From an optimization exercise on the open Yosys and OpenROAD flow, aimed at small area, a short achievable clock period and few clock cycles; shortcuts taken in it are not production practice.
In this exercise RTL edits were held to simulation tests only and were not proved equivalent to the original.

==> flow/design.v, too long to show whole: its modules and the start of the top module <==
// module hge_fig: 200 lines
// module hg_dcm: 526 lines
// module hg_fd: 201 lines
// module hg_kkd: 1181 lines
// module hg_dq: 2385 lines
// module hg_sq: 1113 lines
// module hg_rng: 1772 lines
module hge_fig (
    input  wire        clk,
    input  wire        rst,           
    input  wire        start,
    output wire        ready,
    output wire        done,
    input  wire [15:0] in_c_lo,       
    input  wire [15:0] in_c_mid,      
    input  wire [15:0] in_c_hi,       
    input  wire        in_lo_in,      
    input  wire        in_hi_in,      
    input  wire [23:0] in_anum,       
    input  wire [8:0]  in_d,          
    input  wire [7:0]  in_floor16,    
    input  wire [7:0]  in_k16,        
    input  wire [15:0] in_start,      
    input  wire [13:0] in_bin,        
    input  wire [1:0]  in_bw,         
    input  wire [15:0] in_zero,       
    output reg  [5:0]  out_delta16,   
    output reg  [11:0] out_height,
    output reg  [7:0]  out_quality,
    output reg  [27:0] out_range      
);
  // ...
==> flow/flow/run.sh <==
#!/bin/bash
# The standard layout (standard.sh) with one change: timing repair
# (repair_timing after CTS and after global routing) aims for a setup slack
# of SETUP_SLACK_MARGIN ns at the design's own clock period and
# constraints, so it sizes and buffers the design's long paths instead of
# stopping at zero slack. Synthesis, floorplan, power grid, placement, CTS,
# routing and the SDC are the standard ones.
set -euo pipefail
cd "$(dirname "$0")/.."
bash standard.sh SETUP_SLACK_MARGIN=18 finish > flow_standard.log 2>&1
==> flow/standard.sh <==
#!/bin/bash
# synth_recipe.tcl (not shown) runs the flow's synth.tcl, then flattens the netlist and writes it again
# the make line also repeats each setting of config.mk as NAME=value (left out here)
make -C /OpenROAD-flow-scripts/flow DESIGN_CONFIG=/design/flow/config.mk WORK_HOME=/design/flow/orfs CLKGATE_MAP_FILE= SYNTH_SCRIPT=/design/flow/synth_recipe.tcl "${@:-finish}"
==> flow/config.mk <==
export PLATFORM = sky130hd
export DESIGN_NAME = hge_fig
export DESIGN_NICKNAME = hge_fig
export VERILOG_FILES = /design/flow/design.v
export SDC_FILE = /design/flow/constraint.sdc
export NUM_CORES = 4
export LEC_CHECK = 0
export CAP_MARGIN = 20
export CORE_MARGIN = 2
export CORE_UTILIZATION = 55
export PLACE_DENSITY = 0.65
export SLEW_MARGIN = 20
==> flow/constraint.sdc <==
create_clock -name core_clock -period 25.0 [get_ports {clk}]
set_input_delay 5.0000 -clock core_clock [delete_from_list [all_inputs] [get_ports {clk}]]
set_output_delay 5.0000 -clock core_clock [all_outputs]
set_load 0.01 [all_outputs]
==> impl_metrics.py, run 1 <==
metrics = {
    "run_status": {
        "status": "no timing/DRC/antenna violations",
    },
    "die": {
        "coreArea_um2": 285000,
        "ioPinCount": 206,
    },
    "routing": {
        "drc_errors": 0,
        "top_layer_used": "met5",
        "drtIter0Drc": 11200,
        "ant_nets": 0,
    },
    "clocking": {
        "ctsResizeCount": 350,
        "cts_buffer_depth": 4,
        "clockRootBuffer": "clkbuf_16",
        "htree_levels": 3,
    },
    "min_path": {
        "worstHoldPathCells": 0,
    },
    "placed_design": {
        "dp_hpwl_um": 382000,
        "placed_area_um2": 163000,
        "pre_cts_ws_ps": 15210,
    },
    "synth": {
        "syn_inst": 17400,
        "yosysSeqAreaShare_pct": 12.4,
        "synth_top_family_by_area": "adder cells",
        "synthMuxAreaShare_pct": 0.610,
        "synth.avg_cell_area_um2": 9.06,
        "synth_edf_count": 258,
    },
    "critical_path": {
        "critPathMaxFanout": 8,
        "cp.buffers_inverters": 1,
        "crit_cells": 29,
        "crit_start": "da[4]$_DFF_P_",
    },
    "run": {
        "cap_violations": 0,
    },
    "sta": {
        "final.setup.tns_ps": 0,
        "finalHoldViolations": 0,
        "holdWs_ps": 311,
    },
    "cells_and_area": {
        "final_util_pct": 60.3,
        "areaGrowthSynthToFinish_pct": 9.10,
        "multi_input_area_um2": 127000,
        "layout.cells.non_filler": 21300,
        "layout-drive-gt1-share_pct": 7.39,
        "diodes": 6,
        "buffer_area_share_pct": 3.33,
        "layout_common_cells": "inv_1, fa_1, nand2_1",
    },
    "global_routing": {
        "grt_pass1_vias": 126000,
    },
}
Testbench counts, summed over its fixed seeds: cycles 22,400.
==> module hge_fig, before the edit <==
module hge_fig (
    input  wire        clk,
    input  wire        rst,           
    input  wire        start,
    output wire        ready,
    output wire        done,
    input  wire [15:0] in_c_lo,       
    input  wire [15:0] in_c_mid,      
    input  wire [15:0] in_c_hi,       
    input  wire        in_lo_in,      
    input  wire        in_hi_in,      
    input  wire [23:0] in_anum,       
    input  wire [8:0]  in_d,          
    input  wire [7:0]  in_floor16,    
    input  wire [7:0]  in_k16,        
    input  wire [15:0] in_start,      
    input  wire [13:0] in_bin,        
    input  wire [1:0]  in_bw,         
    input  wire [15:0] in_zero,       
    output reg  [5:0]  out_delta16,   
    output reg  [11:0] out_height,
    output reg  [7:0]  out_quality,
    output reg  [27:0] out_range      
);
    reg  [7:1] ph;
    reg        rdy;
    assign ready = rdy;
    assign done  = ph[7];
    wire go = start & rdy;
    always @(posedge clk) begin
        if (rst) begin
            ph  <= 7'd0;
            rdy <= 1'b1;
        end else begin
            ph  <= {ph[6:1], go};
            rdy <= ~(go | (|ph[5:1]));
        end
    end
    reg [15:0] c_lo, c_mid, c_hi;
    reg        lo_in, hi_in;
    reg [23:0] anum;
    reg [8:0]  d;
    reg [7:0]  floor16, k16;
    reg [15:0] t_start;
    reg [13:0] bin;
    reg [1:0]  bw;
    reg [15:0] zero;
    wire idle = ~|ph[6:1];            
    always @(posedge clk) if (idle) begin
        c_lo <= in_c_lo; c_mid <= in_c_mid; c_hi <= in_c_hi;
        lo_in <= in_lo_in; hi_in <= in_hi_in;
        anum <= in_anum; d <= in_d; floor16 <= in_floor16; k16 <= in_k16;
        t_start <= in_start; bin <= in_bin; bw <= in_bw; zero <= in_zero;
    end
    wire [25:0] mlo_s, mlo_c, mmid_s, mmid_c, mhi_s, mhi_c;
    hg_dcm u_mlo  (.a(d), .b(c_lo),  .n(anum), .s(mlo_s),  .c(mlo_c));
    hg_dcm u_mmid (.a(d), .b(c_mid), .n(anum), .s(mmid_s), .c(mmid_c));
    hg_dcm u_mhi  (.a(d), .b(c_hi),  .n(anum), .s(mhi_s),  .c(mhi_c));
    wire [16:0] fd_s, fd_c;
    hg_fd  u_fd   (.a(floor16), .b(d), .s(fd_s), .c(fd_c));
    wire [16:0] fd   = fd_s + fd_c;
    wire        agt  = (|anum[23:13]) | ({anum[12:0], 4'b0} > fd);
    wire [27:0] mp_w = agt ? {anum, 4'b0} : {11'd0, fd};           
    wire [23:0] kd_s, kd_c;
    hg_kkd u_kkd  (.k(k16), .d(d), .s(kd_s), .c(kd_c));
    wire [17:0] bwm  = {3'b0, bin, 1'b1} << bw;                    
    wire [29:0] tp0_w = {4'b0, t_start, 10'b0} + {6'b0, t_start, 8'b0}
                      + {6'b0, bwm, 6'b0} - {10'b0, zero, 4'b0};
    reg  [25:0] m_lo, m_mid, m_hi;
    reg  [27:0] mp;
    reg  [23:0] kkd;
    reg  [29:0] tp0;
    always @(posedge clk) begin
        m_lo <= mlo_s + mlo_c; m_mid <= mmid_s + mmid_c; m_hi <= mhi_s + mhi_c;
        mp <= mp_w; kkd <= kd_s + kd_c; tp0 <= tp0_w;
    end
    wire [23:0] p_lo  = (lo_in & ~m_lo[25]) ? m_lo[23:0] : 24'd0;
    wire [23:0] p_mid = ~m_mid[25]          ? m_mid[23:0] : 24'd0;
    wire [23:0] p_hi  = (hi_in & ~m_hi[25]) ? m_hi[23:0] : 24'd0;
    wire [25:0] tot_w = p_lo + p_mid + p_hi;
    wire [26:0] nh_w  = {p_lo, 1'b0} + {p_mid, 1'b0} + {p_hi, 1'b0} + d;
    wire        dneg_w = p_hi < p_lo;
    wire [29:0] dnp = {p_hi, 5'b0} + p_hi + p_mid - {p_lo, 5'b0} + p_lo;
    wire [29:0] dnn = {p_lo, 5'b0} + p_lo + p_mid - {p_hi, 5'b0} + p_hi;
    wire        mg = m_mid[25];
    wire [47:0] sq_s, sq_c;
    hg_sq  u_sq   (.u(m_mid[23:0] ^ {24{mg}}), .g(mg), .s(sq_s), .c(sq_c));
    wire [51:0] dq_s, dq_c;
    hg_dq  u_dq   (.a(kkd), .b(mp), .s(dq_s), .c(dq_c));
    reg  [25:0] tot;
    reg         dneg, tz;
    reg  [29:0] dn;
    reg  [51:0] da, db;
    always @(posedge clk) begin
        tot <= tot_w; dneg <= dneg_w; tz <= (tot_w == 26'd0);
        da <= ph[2] ? dq_s : da + db;
        db <= ph[2] ? dq_c : 52'd0;
    end
    wire [31:0] de1 = {2'b0, dn} - {3'b0, tot, 3'b0};
    wire [31:0] de2 = {2'b0, dn} - {2'b0, tot, 4'b0};
    wire [31:0] de3 = {2'b0, dn} - {2'b0, tot, 4'b0} - {3'b0, tot, 3'b0};
    wire [31:0] de4 = {2'b0, dn} - {1'b0, tot, 5'b0};
    wire        dg1 = ~de1[31] & ~tz, dg2 = ~de2[31] & ~tz;
    wire        dg3 = ~de3[31] & ~tz, dg4 = ~de4[31] & ~tz;
    wire [2:0]  dh_w = dg4 ? 3'd4 : dg3 ? 3'd3 : dg2 ? 3'd2 : dg1 ? 3'd1 : 3'd0;
    wire [29:0] dn1_w = dg4 ? de4[29:0] : dg3 ? de3[29:0] : dg2 ? de2[29:0] : dg1 ? de1[29:0] : dn;
    reg  [2:0]  dh;
    always @(posedge clk) begin
        dn <= ph[2] ? (dneg_w ? dnn : dnp) : dn1_w;
        dh <= dh_w;
    end
    wire [31:0] df1 = {2'b0, dn} - {5'b0, tot, 1'b0};
    wire [31:0] df2 = {2'b0, dn} - {4'b0, tot, 2'b0};
    wire [31:0] df3 = {2'b0, dn} - {4'b0, tot, 2'b0} - {5'b0, tot, 1'b0};
    wire        dl1 = ~df1[31] & ~tz, dl2 = ~df2[31] & ~tz, dl3 = ~df3[31] & ~tz;
    wire [29:0] wv0 = {19'd0, dh, 2'd0, 3'b0} << bw;
    wire [29:0] wv1 = {19'd0, dh, 2'd1, 3'b0} << bw;
    wire [29:0] wv2 = {19'd0, dh, 2'd2, 3'b0} << bw;
    wire [29:0] wv3 = {19'd0, dh, 2'd3, 3'b0} << bw;
    wire [29:0] tc0 = dneg ? tp0 - wv0 : tp0 + wv0;
    wire [29:0] tc1 = dneg ? tp0 - wv1 : tp0 + wv1;
    wire [29:0] tc2 = dneg ? tp0 - wv2 : tp0 + wv2;
    wire [29:0] tc3 = dneg ? tp0 - wv3 : tp0 + wv3;
    wire [4:0]  dq5 = {dh, dl3 | dl2, dl3 | (dl1 & ~dl2)};
    reg  [29:0] tp;
    always @(posedge clk) if (ph[4]) begin
        tp <= ({30{dl3}} & tc3) | ({30{dl2 & ~dl3}} & tc2)
            | ({30{dl1 & ~dl2}} & tc1) | ({30{~dl1}} & tc0);
        out_delta16 <= dneg ? 6'd0 - {1'b0, dq5} : {1'b0, dq5};
    end
    wire [79:0] rg_s, rg_c;
    hg_rng u_rng  (.x(tp[26:0]), .s(rg_s), .c(rg_c));
    reg  [78:0] rgs, rgc;
    reg         rneg;
    always @(posedge clk) begin
        rgs <= rg_s[78:0]; rgc <= rg_c[78:0]; rneg <= tp[29];
    end
    wire [78:0] rg = rgs + rgc;
    always @(posedge clk) if (ph[6]) out_range <= rneg ? 28'd0 : rg[78:51];
    wire [9:0]  hx1 = {d, 1'b0};
    wire [10:0] hx2 = {d, 2'b0};
    wire [11:0] hx3 = {1'b0, d, 2'b0} + {2'b0, d, 1'b0};
    reg         hsat;
    reg  [9:0]  hr;
    reg  [11:0] nhl;
    reg  [7:0]  hq;
    wire [11:0] hu0 = {hr, nhl[11:10]};
    wire [12:0] he01 = {1'b0, hu0} - {3'b0, hx1};
    wire [12:0] he02 = {1'b0, hu0} - {2'b0, hx2};
    wire [12:0] he03 = {1'b0, hu0} - {1'b0, hx3};
    wire [1:0]  hj0 = ~he03[12] ? 2'd3 : ~he02[12] ? 2'd2 : ~he01[12] ? 2'd1 : 2'd0;
    wire [9:0]  hr1 = ~he03[12] ? he03[9:0] : ~he02[12] ? he02[9:0] : ~he01[12] ? he01[9:0] : hu0[9:0];
    wire [11:0] hu1 = {hr1, nhl[9:8]};
    wire [12:0] he11 = {1'b0, hu1} - {3'b0, hx1};
    wire [12:0] he12 = {1'b0, hu1} - {2'b0, hx2};
    wire [12:0] he13 = {1'b0, hu1} - {1'b0, hx3};
    wire [1:0]  hj1 = ~he13[12] ? 2'd3 : ~he12[12] ? 2'd2 : ~he11[12] ? 2'd1 : 2'd0;
    wire [9:0]  hr2 = ~he13[12] ? he13[9:0] : ~he12[12] ? he12[9:0] : ~he11[12] ? he11[9:0] : hu1[9:0];
    always @(posedge clk) begin
        if (ph[2]) begin
            hsat <= nh_w[26:12] >= {5'd0, d, 1'b0};
            hr   <= nh_w[21:12];
            nhl  <= nh_w[11:0];
        end else begin
            hr   <= hr2;
            nhl  <= {nhl[7:0], 4'b0};
        end
        hq <= {hq[3:0], hj0, hj1};
        if (ph[5]) out_height <= hsat ? 12'd4095 : {hq, hj0, hj1};
    end
    reg  [60:0] qr;
    reg  [59:0] qy;
    reg  [5:0]  qq;
    reg         qsat;
    wire [64:0] rr  = {4'd0, qr};
    wire [64:0] yy  = {5'd0, qy};
    wire [64:0] xa  = {13'd0, da};
    wire [64:0] xb  = {13'd0, db};
    wire [64:0] sa  = (rr << 2) - (yy << 2) - xa - xb;
    wire [64:0] sb0 = (rr << 4) - (yy << 3) - xa - xb;
    wire [64:0] sb1 = (rr << 4) - (yy << 4) - (yy << 3) - (xa << 3) - (xb << 3) - xa - xb;
    wire ta = ~sa[64];
    wire tb = ta ? ~sb1[64] : ~sb0[64];
    wire [64:0] rn = ta ? (tb ? sb1 : (sa << 2)) : (tb ? sb0 : (rr << 4));
    wire [59:0] y4   = {qy[57:0], 2'b0};
    wire [59:0] y4d1 = y4 + {8'd0, da} + {8'd0, db};
    wire [59:0] y4d2 = y4 + {7'd0, da, 1'b0} + {7'd0, db, 1'b0};
    wire [59:0] y4d3 = y4 + {8'd0, da} + {8'd0, db} + {7'd0, da, 1'b0} + {7'd0, db, 1'b0};
    wire [59:0] yn   = ({60{ta & tb}} & y4d3) | ({60{ta & ~tb}} & y4d2)
                     | ({60{~ta & tb}} & y4d1) | ({60{~ta & ~tb}} & y4);
    wire [61:0] sq0  = {1'b0, qr} - {10'd0, da} - {10'd0, db};
    wire [47:0] msq  = sq_s + sq_c;
    always @(posedge clk) begin
        qr <= ph[2] ? {9'd0, msq, 4'b0} : rn[60:0];
        qy <= ph[2] ? 60'd0 : yn;
        qq <= {qq[3:0], ta, tb};
        if (ph[3]) qsat <= ~sq0[61];
        if (ph[6]) out_quality <= qsat ? 8'd255 : {qq, ta, tb};
    end
endmodule
==> inputs of run 2 (changes only) <==
--- a/flow/design.v
+++ b/flow/design.v
@@ -90,11 +90,10 @@
     reg  [25:0] tot;
     reg         dneg, tz;
     reg  [29:0] dn;
-    reg  [51:0] da, db;
+    reg  [51:0] dq;
     always @(posedge clk) begin
         tot <= tot_w; dneg <= dneg_w; tz <= (tot_w == 26'd0);
-        da <= ph[2] ? dq_s : da + db;
-        db <= ph[2] ? dq_c : 52'd0;
+        dq <= dq_s + dq_c;
     end
     wire [31:0] de1 = {2'b0, dn} - {3'b0, tot, 3'b0};
     wire [31:0] de2 = {2'b0, dn} - {2'b0, tot, 4'b0};
@@ -174,21 +173,20 @@
     reg         qsat;
     wire [64:0] rr  = {4'd0, qr};
     wire [64:0] yy  = {5'd0, qy};
-    wire [64:0] xa  = {13'd0, da};
-    wire [64:0] xb  = {13'd0, db};
-    wire [64:0] sa  = (rr << 2) - (yy << 2) - xa - xb;
-    wire [64:0] sb0 = (rr << 4) - (yy << 3) - xa - xb;
-    wire [64:0] sb1 = (rr << 4) - (yy << 4) - (yy << 3) - (xa << 3) - (xb << 3) - xa - xb;
+    wire [64:0] xa  = {13'd0, dq};
+    wire [64:0] sa  = (rr << 2) - (yy << 2) - xa;
+    wire [64:0] sb0 = (rr << 4) - (yy << 3) - xa;
+    wire [64:0] sb1 = (rr << 4) - (yy << 4) - (yy << 3) - (xa << 3) - xa;
     wire ta = ~sa[64];
     wire tb = ta ? ~sb1[64] : ~sb0[64];
     wire [64:0] rn = ta ? (tb ? sb1 : (sa << 2)) : (tb ? sb0 : (rr << 4));
     wire [59:0] y4   = {qy[57:0], 2'b0};
-    wire [59:0] y4d1 = y4 + {8'd0, da} + {8'd0, db};
-    wire [59:0] y4d2 = y4 + {7'd0, da, 1'b0} + {7'd0, db, 1'b0};
-    wire [59:0] y4d3 = y4 + {8'd0, da} + {8'd0, db} + {7'd0, da, 1'b0} + {7'd0, db, 1'b0};
+    wire [59:0] y4d1 = y4 + {8'd0, dq};
+    wire [59:0] y4d2 = y4 + {7'd0, dq, 1'b0};
+    wire [59:0] y4d3 = y4 + {8'd0, dq} + {7'd0, dq, 1'b0};
     wire [59:0] yn   = ({60{ta & tb}} & y4d3) | ({60{ta & ~tb}} & y4d2)
                      | ({60{~ta & tb}} & y4d1) | ({60{~ta & ~tb}} & y4);
-    wire [61:0] sq0  = {1'b0, qr} - {10'd0, da} - {10'd0, db};
+    wire [61:0] sq0  = {1'b0, qr} - {10'd0, dq};
     wire [47:0] msq  = sq_s + sq_c;
     always @(posedge clk) begin
         qr <= ph[2] ? {9'd0, msq, 4'b0} : rn[60:0];
==> run 2 against run 1 <==
Cell count shrank 6.5%. Non-clock buffer count increased by 19. Highest routed layer unchanged. Setup slack got worse by 170 ps. Final area decreased by 7.8%. Still clean on timing, DRC and antenna. Clock skew rose by 57 ps. Largest cell class unchanged. Hold slack lost 12 ps. Utilization is 0.19 points higher. Critical path depth increased by 1.
==> impl_metrics.py, run 2 <==
metrics = {
    "critical_path": {
        "crit_family": "adder cells",
        "required_ps": 25670,
        "r2r_slack_ps": 17680,
        "cp_slowest_stage_delay_ps": 540,
        "path_class": "flop to flop",
        "crit_cells": 30,
        "critPathMaxFanout": 5,
        "rr_worst_depth": 30,
        "cp_data_arrival_time_ps": 7990,
        "cpMaxStageDelayCell": "fa_1",
        "r2r_start": "kkd[2]$_DFF_P_",
        "endpoint_kind": "flop",
        "crit_start": "kkd[2]$_DFF_P_",
        "crit_top_cell": "fa_2",
        "start_kind": "flop",
        "cp.buffers_inverters": 7,
    },
    "run": {
        "cap_violations": 0,
    },
    "placed_design": {
        "dp_hpwl_um": 334000,
        "post-place-cells": 19500,
        "pre_cts_ws_ps": 16580,
        "gp_congestion": 0.974,
        "port_buffers": 205,
    },
    "synth": {
        "synth_top_cell_area_share_pct": 30.7,
        "syn_inst": 16200,
        "yosys.area.top_type": "fa_1",
        "synth.most_common_cell": "inv_1",
        "ys_async_sr_fraction_pct": 0,
        "yosys_warnings": 1,
        "synth_cell_type_count": 94,
        "yosysSeqAreaShare_pct": 12.8,
        "syn-cell-area_um2": 145000,
        "ys_top_cells_by_area": "fa_1, ha_1, dfxtp_1",
        "synth_edf_count": 257,
        "synth-seq-cells": 798,
        "synth.avg_cell_area_um2": 8.92,
        "synthTopCellsByCount": "inv_1, fa_1, ha_1, nand2_1, a21oi_1",
        "synth_ff_type": "dfxtp_1",
    },
    "sta": {
        "final.setup.tns_ps": 0,
        "setup_viol": 0,
        "holdWs_ps": 299,
        "max_freq_mhz": 137,
        "slew_viol_final": 0,
        "finalCriticalPeriod_ps": 7320,
        "clock_skew_ps": 106,
        "period_share_pct": 29.3,
        "slew_headroom_pct": 17.7,
        "tightest_slew_ps": 1220,
        "finalHoldViolations": 0,
        "rsz0062_at_grt": "true",
        "worst_slack_ps": 17680,
    },
    "cells_and_area": {
        "layout.cells.non_filler": 19900,
        "final_common_cell": "inv_1",
        "top_regs": "rgc x71, rgs x69, qr x61",
        "layout_common_cells": "inv_1, fa_1, ha_1",
        "layout-drive-gt1-share_pct": 7.00,
        "largest_reg_flops": 71,
        "largest-register": "rgc",
        "nets": 20200,
        "areaGrowthSynthToFinish_pct": 9.48,
    },
    "run_status": {
        "status": "no timing/DRC/antenna violations",
    },
    "routing": {
        "drtIter0Drc": 9722,
        "drc_errors": 0,
        "drtPass1Iterations": 7,
        "viasPerCell": 5.83,
        "ant_nets": 0,
        "wire_per_inst_um": 22.0,
        "wirelength_um": 437000,
        "vias": 116000,
    },
    "global_routing": {
        "grt-ovfl-total": 0,
        "grt_usage_pct": 32.5,
        "grt_pass1_wl_um": 675000,
        "grt_start_max_net_pins": 76,
        "antenna_found_initial": 19,
        "grt_pass1_vias": 117000,
    },
    "die": {
        "rows": 188,
        "coreArea_um2": 262000,
        "die_area_um2": 267000,
        "ioPinCount": 206,
        "die_w_um": 517,
        "start_util_pct": 55.2,
        "die-height_um": 517,
    },
    "clocking": {
        "cts.clk_slew.worst_paths_ps": 70,
        "cts_tree": "built",
        "clockRootBuffer": "clkbuf_16",
        "cts_buffer_depth": 3,
        "cts_sinks": 798,
        "clk_latency_ps": 840,
        "cts_buffers": 103,
        "htree_levels": 3,
    },
    "min_path": {
        "hold_class": "flop to flop",
        "worstHoldPathCells": 0,
        "min_from": "qq[0]$_DFF_P_",
    },
}
-- run 2: routing by layer --
| metal | wire length (µm) | track usage (%) | vias to the layer above |
|---|---|---|---|
| met5 | 149 | 0 | - |
| met4 | 16800 | 10.8 | 14 |
| met3 | 33400 | 4.92 | 806 |
| met2 | 196000 | 51.2 | 4359 |
| met1 | 191000 | 46.0 | 57400 |
| li1 | - | - | 53300 |
-- run 2: worst register-to-register path: cells and delay by family (launching register included) --
family | cells | cell delay, ps
buf+inv | 7 | 670
compound gates | 12 | 2160
flops | 1 | 360
fa+ha+maj | 8 | 3440
simple gates | 3 | 600
-- run 2: path summary, 6_finish.rpt --
| path | endpoint |
|---|---|
| setup / recovery | dq[51]$_DFF_P_ |
| hold / removal | qq[2]$_DFF_P_ |
| setup reg to reg | dq[51]$_DFF_P_ |
| hold reg to reg | qq[2]$_DFF_P_ |
-- run 2: cells by family (layout without fill, tap and decap cells) --
| logic type | count (synthesis) | in the layout | synth area share, % |
|---|---|---|---|
| simple gates | 4214 | 4217 | 14.0 |
| fa+ha+maj | 3809 | 3809 | 44.4 |
| buf+inv | 3220 | 3365 | 8.39 |
| compound gates | 3208 | 3210 | 14.3 |
| xor+xnor | 855 | 855 | 5.17 |
| flops | 798 | 798 | 12.8 |
| mux | 121 | 121 | 0.858 |
| other cells | 1 | 15 | 0.00259 |
-- run 2: area by class of cell --
class,instances,area [µm²]
clock inverter,66,888
sequential,798,18700
clock buffer,129,2850
timing repair buffer,565,6250
fill,23100,104000
multi-input combinational,12200,116000
timing repair inverter,1,5.00
tap,3515,4400
antenna,13,32.5
inverter,2604,9810
-- run 2: repair_timing --
item	CTS	global route
hold buffers	0	0
endpoints found under the setup margin	226	222
cloned	20	16
setup buffers	64	112
gates resized for setup	292	287
pin swaps	61	132
-- run 2: through the flow --
step	util, %	instance area [µm²]
final	60.5	158000
after global routing	60.5	158000
after detailed placement	57.3	150000
after global placement	57.3	150000
after CTS	59.6	156000
after floorplan	-	145000
Testbench counts of run 2, summed over its fixed seeds: cycles 22,400.

static timing again, ports no longer ideal:
The results above use ideal ports. As a check the final layouts listed here were re-extracted and re-timed, cells and wires unchanged. Step 1 (the two cells are an assumption about what drives the block):
set clk [get_ports {clk}]
set_driving_cell -lib_cell sky130_fd_sc_hd__clkbuf_16 $clk
set_driving_cell -lib_cell sky130_fd_sc_hd__buf_2 [delete_from_list [all_inputs] $clk]
Step 2 moves the port delays by t, midway between the first and last clock arrival at a register: inputs arrive t later, outputs are due t later. That takes back most of the time a late clock gives input paths. Three values: no drivers, after step 1, after step 2; two values: the first two.
run	t (ns)	setup slack, ns	worst setup path after step 2	pins driven straight from the clock port
run 1	0.979	17.849 / 17.849 / 17.849	register to register	1
run 2	0.881	17.681 / 17.681 / 17.681	register to register	1
After both steps every run listed still meets setup and hold.
